Background: an optimization exercise with open tools, aiming at small area, a short achievable clock period and few clock cycles per item. Do not read the settings as production practice. The RTL was checked by simulation tests, not by an equivalence proof against the original design.

==> inputs of 03-01 <==
## xts_lane
module xts_lane (
  input  wire         clk,
  input  wire         rst,
  input  wire         cmd_valid,
  output wire         cmd_ready,
  input  wire [255:0] cmd_key1,    
  input  wire [255:0] cmd_key2,    
  input  wire [127:0] cmd_tweak,   
  input  wire [7:0]   cmd_nblk,    
  input  wire         in_valid,
  output wire         in_ready,
  input  wire [127:0] in_data,
  output wire         out_valid,
  input  wire         out_ready,
  output wire [127:0] out_data
);
  function automatic [3:0] sbox_a(input [7:0] a);
    reg U0, U1, U2, U3, U4, U5, U6, U7;
    reg T1, T2, T3, T4, T5, T6, T7, T8, T9, T10, T11, T12;
    reg T13, T14, T15, T16, T17, T18, T19, T20, T21, T22, T23, T24;
    reg T25, T26, T27, M1, M2, M3, M4, M5, M6, M7, M8, M9;
    reg M10, M11, M12, M13, M14, M15, M16, M17, M18, M19, M20, M21;
    reg M22, M23, M24, M25, M26, M27, M28, M29, M30, M31, M32, M33;
    reg M34, M35, M36, M37, M38, M39, M40;
    begin
      {U0, U1, U2, U3, U4, U5, U6, U7} = a;
      T1 = U0 ^ U3;
      T2 = U0 ^ U5;
      T3 = U0 ^ U6;
      T4 = U3 ^ U5;
      T5 = U4 ^ U6;
      T6 = T1 ^ T5;
      T7 = U1 ^ U2;
      T8 = U7 ^ T6;
      T9 = U7 ^ T7;
      T10 = T6 ^ T7;
      T11 = U1 ^ U5;
      T12 = U2 ^ U5;
      T13 = T3 ^ T4;
      T14 = T6 ^ T11;
      T15 = T5 ^ T11;
      T16 = T5 ^ T12;
      T17 = T9 ^ T16;
      T18 = U3 ^ U7;
      T19 = T7 ^ T18;
      T20 = T1 ^ T19;
      T21 = U6 ^ U7;
      T22 = T7 ^ T21;
      T23 = T2 ^ T22;
      T24 = T2 ^ T10;
      T25 = T20 ^ T17;
      T26 = T3 ^ T16;
      T27 = T1 ^ T12;
      M1 = T13 & T6;
      M2 = T23 & T8;
      M3 = T14 ^ M1;
      M4 = T19 & U7;
      M5 = M4 ^ M1;
      M6 = T3 & T16;
      M7 = T22 & T9;
      M8 = T26 ^ M6;
      M9 = T20 & T17;
      M10 = M9 ^ M6;
      M11 = T1 & T15;
      M12 = T4 & T27;
      M13 = M12 ^ M11;
      M14 = T2 & T10;
      M15 = M14 ^ M11;
      M16 = M3 ^ M2;
      M17 = M5 ^ T24;
      M18 = M8 ^ M7;
      M19 = M10 ^ M15;
  ...
clock: 8.5 ns
lec_check: 0
abc_clock_period_in_ps: 4000
cap_margin: 20
core_margin: 2
core_utilization: 50
cts_cluster_diameter: 100
cts_cluster_size: 20
place_density: 0.65
setup_slack_margin: 4.7
slew_margin: 20
standard.sh (not shown) runs the stock make flow with config.mk's settings and CLKGATE_MAP_FILE= SYNTH_SCRIPT=/design/flow/synth_recipe.tcl, a recipe that flattens the netlist after the stock synthesis.
==> flow/flow/run.sh <==
#!/bin/bash
# The standard layout (standard.sh), with two changes to how it is made:
# small plain buffers on the ports instead of the delay buffers buffer_ports
# picks by itself, and antenna repair after detailed routing as well.
set -e
export BUFFER_PORTS_ARGS="-buffer_cell sky130_fd_sc_hd__buf_2"
export MAX_REPAIR_ANTENNAS_ITER_DRT=15
bash standard.sh > standard.log 2>&1
==> 01-18 (differences from 03-01) <==
--- a/flow/design.v
+++ b/flow/design.v
@@ -344,12 +344,13 @@
       mix_columns[32*c +: 32] = mix_column(s[32*c +: 32]);
   endfunction
   function automatic [127:0] mul_alpha(input [127:0] t);
     mul_alpha = {t[126:0], 1'b0} ^ (t[127] ? 128'h87 : 128'h0);
   endfunction
   localparam M_IDLE = 2'd0,    
+             M_TWLD = 2'd1,    
              M_TW   = 2'd2,    
              M_RUN  = 2'd3;    
   reg  [1:0]   mode;
   reg  [8:0]   blk_rem;     
   reg          first;       
   reg  [1:0]   cnt;         
@@ -357,30 +358,25 @@
   reg          stall;       
   reg          ir, cr;      
   reg  [27:0]  v;           
   reg  [27:0]  tg;          
   reg          wbusy;       
   reg  [4:0]   w;           
-  reg          e_ld;        
-  reg          e_tl;        
-  reg          e_adv;       
-  reg  [13:0]  e_rk;        
-  wire [14*128-1:0] a;      
-  wire [14*192-1:0] b;      
-  wire [14*128-1:0] rk;     
+  reg  [14*128-1:0] a;      
+  reg  [14*192-1:0] b;      
+  reg  [14*128-1:0] rk;     
   reg  [127:0] k0;          
   reg  [127:0] kp, kn;      
   reg  [47:0]  km;          
-  reg  [127:0] kb;          
   reg  [127:0] tin, tout;   
   reg  [127:0] qo, qs;      
   assign cmd_ready = cr;
   assign in_ready  = ir;
   assign out_valid = ov;
   assign out_data  = qo;
-  wire         kev   = ~w[1];                          
+  wire         kev   = w[1];                           
   wire [31:0]  ksub  = {sbox_c(km[47:44], km[43:36]), sbox_c(km[35:32], km[31:24]),
                         sbox_c(km[23:20], km[19:12]), sbox_c(km[11:8], km[7:0])};
   wire [7:0]   rcon  = 8'd1 << w[4:2];
   wire [31:0]  kt    = kev ? ({ksub[7:0], ksub[31:8]} ^ {24'd0, rcon}) : ksub;
   wire [127:0] knew;
   assign knew[31:0]   = kp[31:0]   ^ kt;
@@ -392,126 +388,98 @@
   wire fin_any = v[27];
   wire fin_tw  = v[27] & tg[27];
   wire fin_d   = v[27] & ~tg[27];
   wire wr      = fin_d & ~stall;
   wire rd      = ov & out_ready;
   wire acc     = ir & in_valid;
-  wire tsel    = (mode == M_IDLE) & ~wbusy;
-  wire twld    = tsel & cmd_valid & ~stall;
+  wire twld    = (mode == M_TWLD) & ~stall;
+  wire ld      = ir | (mode == M_TWLD);
   wire wstart  = twld | (acc & first);    
   reg  [1:0] mode_n, cnt_n;
   reg  [8:0] br_n;
   reg  [27:0] v_n, tg_n;
   reg        stall_n, ir_n, cr_n;
-  reg        wbusy_n, tsel_n;
-  reg  [4:0] w_n;
-  reg  [13:0] e_rk_n;
-  integer j;
   always @(*) begin
     mode_n = mode; br_n = blk_rem; v_n = v; tg_n = tg;
     cnt_n = cnt + {1'b0, wr} - {1'b0, rd};
     if (!stall) begin
       v_n  = {v[26:0], acc | twld};
       tg_n = {tg[26:0], twld};
-      if (mode == M_IDLE && cmd_valid && !wbusy)
-        mode_n = M_TW;
+      case (mode)
+        M_IDLE: if (cmd_valid && !wbusy) mode_n = M_TWLD;
+        M_TWLD: mode_n = M_TW;
+        M_TW:   if (fin_tw) begin
+                  mode_n = M_RUN;
+                  br_n   = {1'b0, cmd_nblk} + 9'd1;
+                end
+        default: ;
+      endcase
       if (acc) begin
         br_n = blk_rem - 9'd1;
         if (blk_rem == 9'd1) mode_n = M_IDLE;
       end
     end
-    if (mode == M_TW) begin
-      if (cr && cmd_valid) begin
-        mode_n = M_RUN;
-        br_n   = {1'b0, cmd_nblk} + 9'd1;
-      end else if (!cmd_valid) begin
-        mode_n = M_IDLE;
-        v_n    = v_n & ~tg_n;
-        tg_n   = 28'd0;
-      end
-    end
     stall_n = v_n[27] & ~tg_n[27] & (cnt_n == 2'd2);
-    ir_n    = ~stall_n & (mode_n == M_RUN) & (br_n != 9'd0) &
-              ~|(v_n[26:0] & tg_n[26:0]);
-    cr_n    = v_n[26] & tg_n[26] & (mode_n == M_TW);
-    wbusy_n = wbusy; w_n = w;
-    if (!stall) begin
-      if (wstart) begin
-        wbusy_n = 1'b1; w_n = 5'd0;
-      end else if (wbusy) begin
-        w_n = w + 5'd1;
-        if (w == 5'd26) wbusy_n = 1'b0;
-      end
-    end
-    tsel_n = (mode_n == M_IDLE) & ~wbusy_n;
-    for (j = 0; j < 14; j = j + 1)
-      e_rk_n[j] = ~stall_n & wbusy_n & (w_n == 2*j);
+    ir_n    = ~stall_n & (mode_n == M_RUN) & (br_n != 9'd0);
+    cr_n    = v_n[27] & tg_n[27];
   end
   always @(posedge clk) begin
     if (rst) begin
       mode <= M_IDLE; blk_rem <= 9'd0; first <= 1'b0; cnt <= 2'd0; ov <= 1'b0;
       stall <= 1'b0; ir <= 1'b0; cr <= 1'b0; v <= 28'd0; tg <= 28'd0;
       wbusy <= 1'b0; w <= 5'd0;
     end else begin
       mode <= mode_n; blk_rem <= br_n; cnt <= cnt_n; ov <= (cnt_n != 2'd0);
       stall <= stall_n; ir <= ir_n; cr <= cr_n; v <= v_n; tg <= tg_n;
-      if (cr && cmd_valid) first <= 1'b1;
+      if (cr) first <= 1'b1;
       else if (acc) first <= 1'b0;
-      wbusy <= wbusy_n; w <= w_n;
+      if (!stall) begin
+        if (wstart) begin
+          wbusy <= 1'b1; w <= 5'd0;
+        end else if (wbusy) begin
+          w <= w + 5'd1;
+          if (w == 5'd26) wbusy <= 1'b0;
+        end
+      end
     end
-    if (rst) begin
-      e_ld <= 1'b1; e_tl <= 1'b1; e_adv <= 1'b0; e_rk <= 14'd0;
-    end else begin
-      e_ld  <= ~stall_n & (ir_n | tsel_n);
-      e_tl  <= ~stall_n & tsel_n;
-      e_adv <= ~stall_n & wbusy_n & w_n[0];
-      e_rk  <= e_rk_n;
+  end
+  integer i;
+  always @(posedge clk) begin
+    if (!stall) begin
+      for (i = 0; i < 14; i = i + 1)
+        b[i*192 +: 192] <= stage1(a[i*128 +: 128]);
+      for (i = 0; i < 13; i = i + 1)
+        a[(i+1)*128 +: 128] <= mix_columns(stage2_sr(b[i*192 +: 192])) ^ rk[i*128 +: 128];
+      if (ld)
+        a[127:0] <= ((mode == M_TWLD) ? cmd_tweak : in_data) ^
+                    ((mode == M_TWLD) ? cmd_key2[127:0] : (tin ^ k0));
     end
   end
-  genvar r;
-  generate
-    for (r = 0; r < 14; r = r + 1) begin : rnd
-      reg [127:0] ra;       
-      reg [191:0] rb;       
-      reg [127:0] rkey;     
-      assign a[r*128 +: 128]  = ra;
-      assign b[r*192 +: 192]  = rb;
-      assign rk[r*128 +: 128] = rkey;
-      always @(posedge clk)
-        if (!stall)
-          rb <= stage1(ra);
-      always @(posedge clk)
-        if (e_rk[r])
-          rkey <= (r == 0) ? kn : kb;
-      if (r == 0) begin : load
-        always @(posedge clk)
-          if (e_ld)
-            ra <= (tsel ? cmd_tweak : in_data) ^
-                  (tsel ? cmd_key2[127:0] : ((fin_tw ? fin : tin) ^ k0));
-      end else begin : chain
-        always @(posedge clk)
-          if (!stall)
-            ra <= mix_columns(stage2_sr(b[(r-1)*192 +: 192])) ^ rk[(r-1)*128 +: 128];
-      end
+  always @(posedge clk)
+    if (!stall && wbusy) begin
+      if (w == 5'd0)
+        rk[127:0] <= kn;
+      for (i = 1; i < 14; i = i + 1)
+        if (w == 2*i)
+          rk[i*128 +: 128] <= knew;
     end
-  endgenerate
   always @(posedge clk) begin
     km <= {sbox_a(kn[127:120]), sbox_t(kn[127:120]), sbox_a(kn[119:112]), sbox_t(kn[119:112]),
            sbox_a(kn[111:104]), sbox_t(kn[111:104]), sbox_a(kn[103:96]), sbox_t(kn[103:96])};
-    if (e_tl)
-      {kn, kp} <= cmd_key2;
-    else if (e_adv)
-      {kp, kn} <= {kn, knew};
-    if (e_adv)
-      kb <= knew;
-    if (cr && cmd_valid) begin
+    if (!stall) begin
+      if (twld)
+        {kn, kp} <= cmd_key2;
+      else if (wbusy && w != 5'd0 && !w[0])
+        {kp, kn} <= {kn, knew};
+    end
+    if (cr) begin
       {kn, kp} <= cmd_key1;
       k0 <= cmd_key1[127:0];
     end
     if (fin_tw)
-      tin <= acc ? mul_alpha(fin) : fin;
+      tin <= fin;
     else if (acc)
       tin <= mul_alpha(tin);
     if (fin_tw)
       tout <= fin;
     else if (wr)
       tout <= mul_alpha(tout);
==> flow/flow/run.sh (replaced) <==
#!/bin/bash
# The standard layout (standard.sh), with two changes to how it is made:
# small plain buffers on the ports instead of the delay buffers buffer_ports
# picks by itself, and antenna repair after detailed routing as well.
set -e
export BUFFER_PORTS_ARGS="-buffer_cell sky130_fd_sc_hd__buf_2"
export MAX_REPAIR_ANTENNAS_ITER_DRT=5
bash standard.sh > standard.log 2>&1
Settings changed: CTS_CLUSTER_DIAMETER 100 to unset, CTS_CLUSTER_SIZE 20 to unset, SETUP_SLACK_MARGIN 4.7 to 4.5.
==> 06-16 (differences from 03-01) <==
--- a/flow/design.v
+++ b/flow/design.v
@@ -344,12 +344,13 @@
       mix_columns[32*c +: 32] = mix_column(s[32*c +: 32]);
   endfunction
   function automatic [127:0] mul_alpha(input [127:0] t);
     mul_alpha = {t[126:0], 1'b0} ^ (t[127] ? 128'h87 : 128'h0);
   endfunction
   localparam M_IDLE = 2'd0,    
+             M_TWLD = 2'd1,    
              M_TW   = 2'd2,    
              M_RUN  = 2'd3;    
   reg  [1:0]   mode;
   reg  [8:0]   blk_rem;     
   reg          first;       
   reg  [1:0]   cnt;         
@@ -357,30 +358,25 @@
   reg          stall;       
   reg          ir, cr;      
   reg  [27:0]  v;           
   reg  [27:0]  tg;          
   reg          wbusy;       
   reg  [4:0]   w;           
-  reg          e_ld;        
-  reg          e_tl;        
-  reg          e_adv;       
-  reg  [13:0]  e_rk;        
-  wire [14*128-1:0] a;      
-  wire [14*192-1:0] b;      
-  wire [14*128-1:0] rk;     
+  reg  [14*128-1:0] a;      
+  reg  [14*192-1:0] b;      
+  reg  [14*128-1:0] rk;     
   reg  [127:0] k0;          
   reg  [127:0] kp, kn;      
   reg  [47:0]  km;          
-  reg  [127:0] kb;          
   reg  [127:0] tin, tout;   
   reg  [127:0] qo, qs;      
   assign cmd_ready = cr;
   assign in_ready  = ir;
   assign out_valid = ov;
   assign out_data  = qo;
-  wire         kev   = ~w[1];                          
+  wire         kev   = w[1];                           
   wire [31:0]  ksub  = {sbox_c(km[47:44], km[43:36]), sbox_c(km[35:32], km[31:24]),
                         sbox_c(km[23:20], km[19:12]), sbox_c(km[11:8], km[7:0])};
   wire [7:0]   rcon  = 8'd1 << w[4:2];
   wire [31:0]  kt    = kev ? ({ksub[7:0], ksub[31:8]} ^ {24'd0, rcon}) : ksub;
   wire [127:0] knew;
   assign knew[31:0]   = kp[31:0]   ^ kt;
@@ -392,126 +388,98 @@
   wire fin_any = v[27];
   wire fin_tw  = v[27] & tg[27];
   wire fin_d   = v[27] & ~tg[27];
   wire wr      = fin_d & ~stall;
   wire rd      = ov & out_ready;
   wire acc     = ir & in_valid;
-  wire tsel    = (mode == M_IDLE) & ~wbusy;
-  wire twld    = tsel & cmd_valid & ~stall;
+  wire twld    = (mode == M_TWLD) & ~stall;
+  wire ld      = ir | (mode == M_TWLD);
   wire wstart  = twld | (acc & first);    
   reg  [1:0] mode_n, cnt_n;
   reg  [8:0] br_n;
   reg  [27:0] v_n, tg_n;
   reg        stall_n, ir_n, cr_n;
-  reg        wbusy_n, tsel_n;
-  reg  [4:0] w_n;
-  reg  [13:0] e_rk_n;
-  integer j;
   always @(*) begin
     mode_n = mode; br_n = blk_rem; v_n = v; tg_n = tg;
     cnt_n = cnt + {1'b0, wr} - {1'b0, rd};
     if (!stall) begin
       v_n  = {v[26:0], acc | twld};
       tg_n = {tg[26:0], twld};
-      if (mode == M_IDLE && cmd_valid && !wbusy)
-        mode_n = M_TW;
+      case (mode)
+        M_IDLE: if (cmd_valid && !wbusy) mode_n = M_TWLD;
+        M_TWLD: mode_n = M_TW;
+        M_TW:   if (fin_tw) begin
+                  mode_n = M_RUN;
+                  br_n   = {1'b0, cmd_nblk} + 9'd1;
+                end
+        default: ;
+      endcase
       if (acc) begin
         br_n = blk_rem - 9'd1;
         if (blk_rem == 9'd1) mode_n = M_IDLE;
       end
     end
-    if (mode == M_TW) begin
-      if (cr && cmd_valid) begin
-        mode_n = M_RUN;
-        br_n   = {1'b0, cmd_nblk} + 9'd1;
-      end else if (!cmd_valid) begin
-        mode_n = M_IDLE;
-        v_n    = v_n & ~tg_n;
-        tg_n   = 28'd0;
-      end
-    end
     stall_n = v_n[27] & ~tg_n[27] & (cnt_n == 2'd2);
-    ir_n    = ~stall_n & (mode_n == M_RUN) & (br_n != 9'd0) &
-              ~|(v_n[26:0] & tg_n[26:0]);
-    cr_n    = v_n[26] & tg_n[26] & (mode_n == M_TW);
-    wbusy_n = wbusy; w_n = w;
-    if (!stall) begin
-      if (wstart) begin
-        wbusy_n = 1'b1; w_n = 5'd0;
-      end else if (wbusy) begin
-        w_n = w + 5'd1;
-        if (w == 5'd26) wbusy_n = 1'b0;
-      end
-    end
-    tsel_n = (mode_n == M_IDLE) & ~wbusy_n;
-    for (j = 0; j < 14; j = j + 1)
-      e_rk_n[j] = ~stall_n & wbusy_n & (w_n == 2*j);
+    ir_n    = ~stall_n & (mode_n == M_RUN) & (br_n != 9'd0);
+    cr_n    = v_n[27] & tg_n[27];
   end
   always @(posedge clk) begin
     if (rst) begin
       mode <= M_IDLE; blk_rem <= 9'd0; first <= 1'b0; cnt <= 2'd0; ov <= 1'b0;
       stall <= 1'b0; ir <= 1'b0; cr <= 1'b0; v <= 28'd0; tg <= 28'd0;
       wbusy <= 1'b0; w <= 5'd0;
     end else begin
       mode <= mode_n; blk_rem <= br_n; cnt <= cnt_n; ov <= (cnt_n != 2'd0);
       stall <= stall_n; ir <= ir_n; cr <= cr_n; v <= v_n; tg <= tg_n;
-      if (cr && cmd_valid) first <= 1'b1;
+      if (cr) first <= 1'b1;
       else if (acc) first <= 1'b0;
-      wbusy <= wbusy_n; w <= w_n;
+      if (!stall) begin
+        if (wstart) begin
+          wbusy <= 1'b1; w <= 5'd0;
+        end else if (wbusy) begin
+          w <= w + 5'd1;
+          if (w == 5'd26) wbusy <= 1'b0;
+        end
+      end
     end
-    if (rst) begin
-      e_ld <= 1'b1; e_tl <= 1'b1; e_adv <= 1'b0; e_rk <= 14'd0;
-    end else begin
-      e_ld  <= ~stall_n & (ir_n | tsel_n);
-      e_tl  <= ~stall_n & tsel_n;
-      e_adv <= ~stall_n & wbusy_n & w_n[0];
-      e_rk  <= e_rk_n;
+  end
+  integer i;
+  always @(posedge clk) begin
+    if (!stall) begin
+      for (i = 0; i < 14; i = i + 1)
+        b[i*192 +: 192] <= stage1(a[i*128 +: 128]);
+      for (i = 0; i < 13; i = i + 1)
+        a[(i+1)*128 +: 128] <= mix_columns(stage2_sr(b[i*192 +: 192])) ^ rk[i*128 +: 128];
+      if (ld)
+        a[127:0] <= ((mode == M_TWLD) ? cmd_tweak : in_data) ^
+                    ((mode == M_TWLD) ? cmd_key2[127:0] : (tin ^ k0));
     end
   end
-  genvar r;
-  generate
-    for (r = 0; r < 14; r = r + 1) begin : rnd
-      reg [127:0] ra;       
-      reg [191:0] rb;       
-      reg [127:0] rkey;     
-      assign a[r*128 +: 128]  = ra;
-      assign b[r*192 +: 192]  = rb;
-      assign rk[r*128 +: 128] = rkey;
-      always @(posedge clk)
-        if (!stall)
-          rb <= stage1(ra);
-      always @(posedge clk)
-        if (e_rk[r])
-          rkey <= (r == 0) ? kn : kb;
-      if (r == 0) begin : load
-        always @(posedge clk)
-          if (e_ld)
-            ra <= (tsel ? cmd_tweak : in_data) ^
-                  (tsel ? cmd_key2[127:0] : ((fin_tw ? fin : tin) ^ k0));
-      end else begin : chain
-        always @(posedge clk)
-          if (!stall)
-            ra <= mix_columns(stage2_sr(b[(r-1)*192 +: 192])) ^ rk[(r-1)*128 +: 128];
-      end
+  always @(posedge clk)
+    if (!stall && wbusy) begin
+      if (w == 5'd0)
+        rk[127:0] <= kn;
+      for (i = 1; i < 14; i = i + 1)
+        if (w == 2*i)
+          rk[i*128 +: 128] <= knew;
     end
-  endgenerate
   always @(posedge clk) begin
     km <= {sbox_a(kn[127:120]), sbox_t(kn[127:120]), sbox_a(kn[119:112]), sbox_t(kn[119:112]),
            sbox_a(kn[111:104]), sbox_t(kn[111:104]), sbox_a(kn[103:96]), sbox_t(kn[103:96])};
-    if (e_tl)
-      {kn, kp} <= cmd_key2;
-    else if (e_adv)
-      {kp, kn} <= {kn, knew};
-    if (e_adv)
-      kb <= knew;
-    if (cr && cmd_valid) begin
+    if (!stall) begin
+      if (twld)
+        {kn, kp} <= cmd_key2;
+      else if (wbusy && w != 5'd0 && !w[0])
+        {kp, kn} <= {kn, knew};
+    end
+    if (cr) begin
       {kn, kp} <= cmd_key1;
       k0 <= cmd_key1[127:0];
     end
     if (fin_tw)
-      tin <= acc ? mul_alpha(fin) : fin;
+      tin <= fin;
     else if (acc)
       tin <= mul_alpha(tin);
     if (fin_tw)
       tout <= fin;
     else if (wr)
       tout <= mul_alpha(tout);
==> flow/run.sh (new file) <==
#!/bin/bash
# synth_recipe.tcl (not shown) runs the flow's synth.tcl, then flattens the netlist and writes it again
# the make line also repeats each setting of config.mk as NAME=value (left out here)
make -C /OpenROAD-flow-scripts/flow DESIGN_CONFIG=/design/flow/config.mk WORK_HOME=/design/flow/orfs CLKGATE_MAP_FILE= SYNTH_SCRIPT=/design/flow/synth_recipe.tcl finish
Settings changed: CTS_CLUSTER_DIAMETER 100 to unset, CTS_CLUSTER_SIZE 20 to unset, SETUP_SLACK_MARGIN 4.7 to 4.5.
removed: flow/flow/run.sh
removed: flow/standard.sh
==> results.py <==
metrics = {
    "status": {
        "status": "finished clean",
    },
    "worst_setup_path": {
        "rr_worst_depth": 10,
    },
    "placement": {
        "dp_cells": 74000,
    },
    "timing": {
        "fin_crit_sh": 0.516,
    },
}
the above is filed under 01-18

==> results.py <==
metrics = {
    "worst_setup_path": {
        "rr_worst_depth": 11,
    },
    "clocking": {
        "cts_hold_buf": 0,
    },
    "status": {
        "status": "finished clean",
    },
    "logic_synthesis": {
        "synthTopCellsByCount": "xnor2_1, xor2_1, edfxtp_1",
        "synth_seq_cells": 7441,
        "ys_top_cells_by_area": "edfxtp_1, xnor2_1, xor2_1, nand2_1, nor2_1",
    },
    "timing": {
        "fin_crit_sh": 0.477,
    },
    "placement": {
        "dp_cells": 73900,
    },
}
the above is filed under 03-01

==> results.py <==
metrics = {
    "detailed_routing": {
        "final_antenna_net_count": 1,
    },
    "clocking": {
        "clk_pin_slew_ns": 0.07,
    },
    "status": {
        "status": "finished with violations",
        "check-failures": "antenna violations",
    },
    "placement": {
        "dp_cells": 74000,
        "place_congestion": 1.03,
    },
    "finish": {
        "area_share_nonclk_buffers": 0.0298,
    },
}
the above is filed under 06-16

Testbench counts of 03-01, summed over its fixed seeds: cycles 10,398, blocks 9,216.
Testbench counts of 01-18, summed over its fixed seeds: cycles 10,470, blocks 9,216.
Testbench counts of 06-16, summed over its fixed seeds: cycles 10,470, blocks 9,216.

[separate check: timing with driven ports]
Ports are ideal in the flow. The routed layouts listed here were re-timed in OpenROAD. Step 1 sets driving cells, clkbuf_16 on the clock port and buf_2 on the other inputs (assumed; they add their load-dependent delay and slew). Step 2 times the ports against the registers' clock, not the clock port: input delays grow and output delays shrink by t, the midpoint of the rising clock arrivals with the driver on. Slacks: no drivers / after step 1 / after step 2; pairs: no drivers / after step 1.
| run | shift t [ns] | slack for setup (ns) | latest minus earliest clock arrival (ns) | slew at the worst register clock pin (ns) | worst data-port slew with drivers (ns) |
|---|---|---|---|---|---|
| 03-01 | 1.383 | 4.443 / 4.283 / 3.729 | 0.174 / 0.174 | 0.10 / 0.10 | 0.27 |
| 01-18 | 1.373 | 4.117 / 3.953 / 3.541 | 0.114 / 0.114 | 0.08 / 0.08 | 0.35 |
| 06-16 | 1.373 | 4.225 / 4.064 / 3.600 | 0.138 / 0.139 | 0.07 / 0.07 | 0.36 |
For 03-01, which loses most, drivers alone change the setup slack by -0.160 ns; drivers and shift together by -0.714 ns.
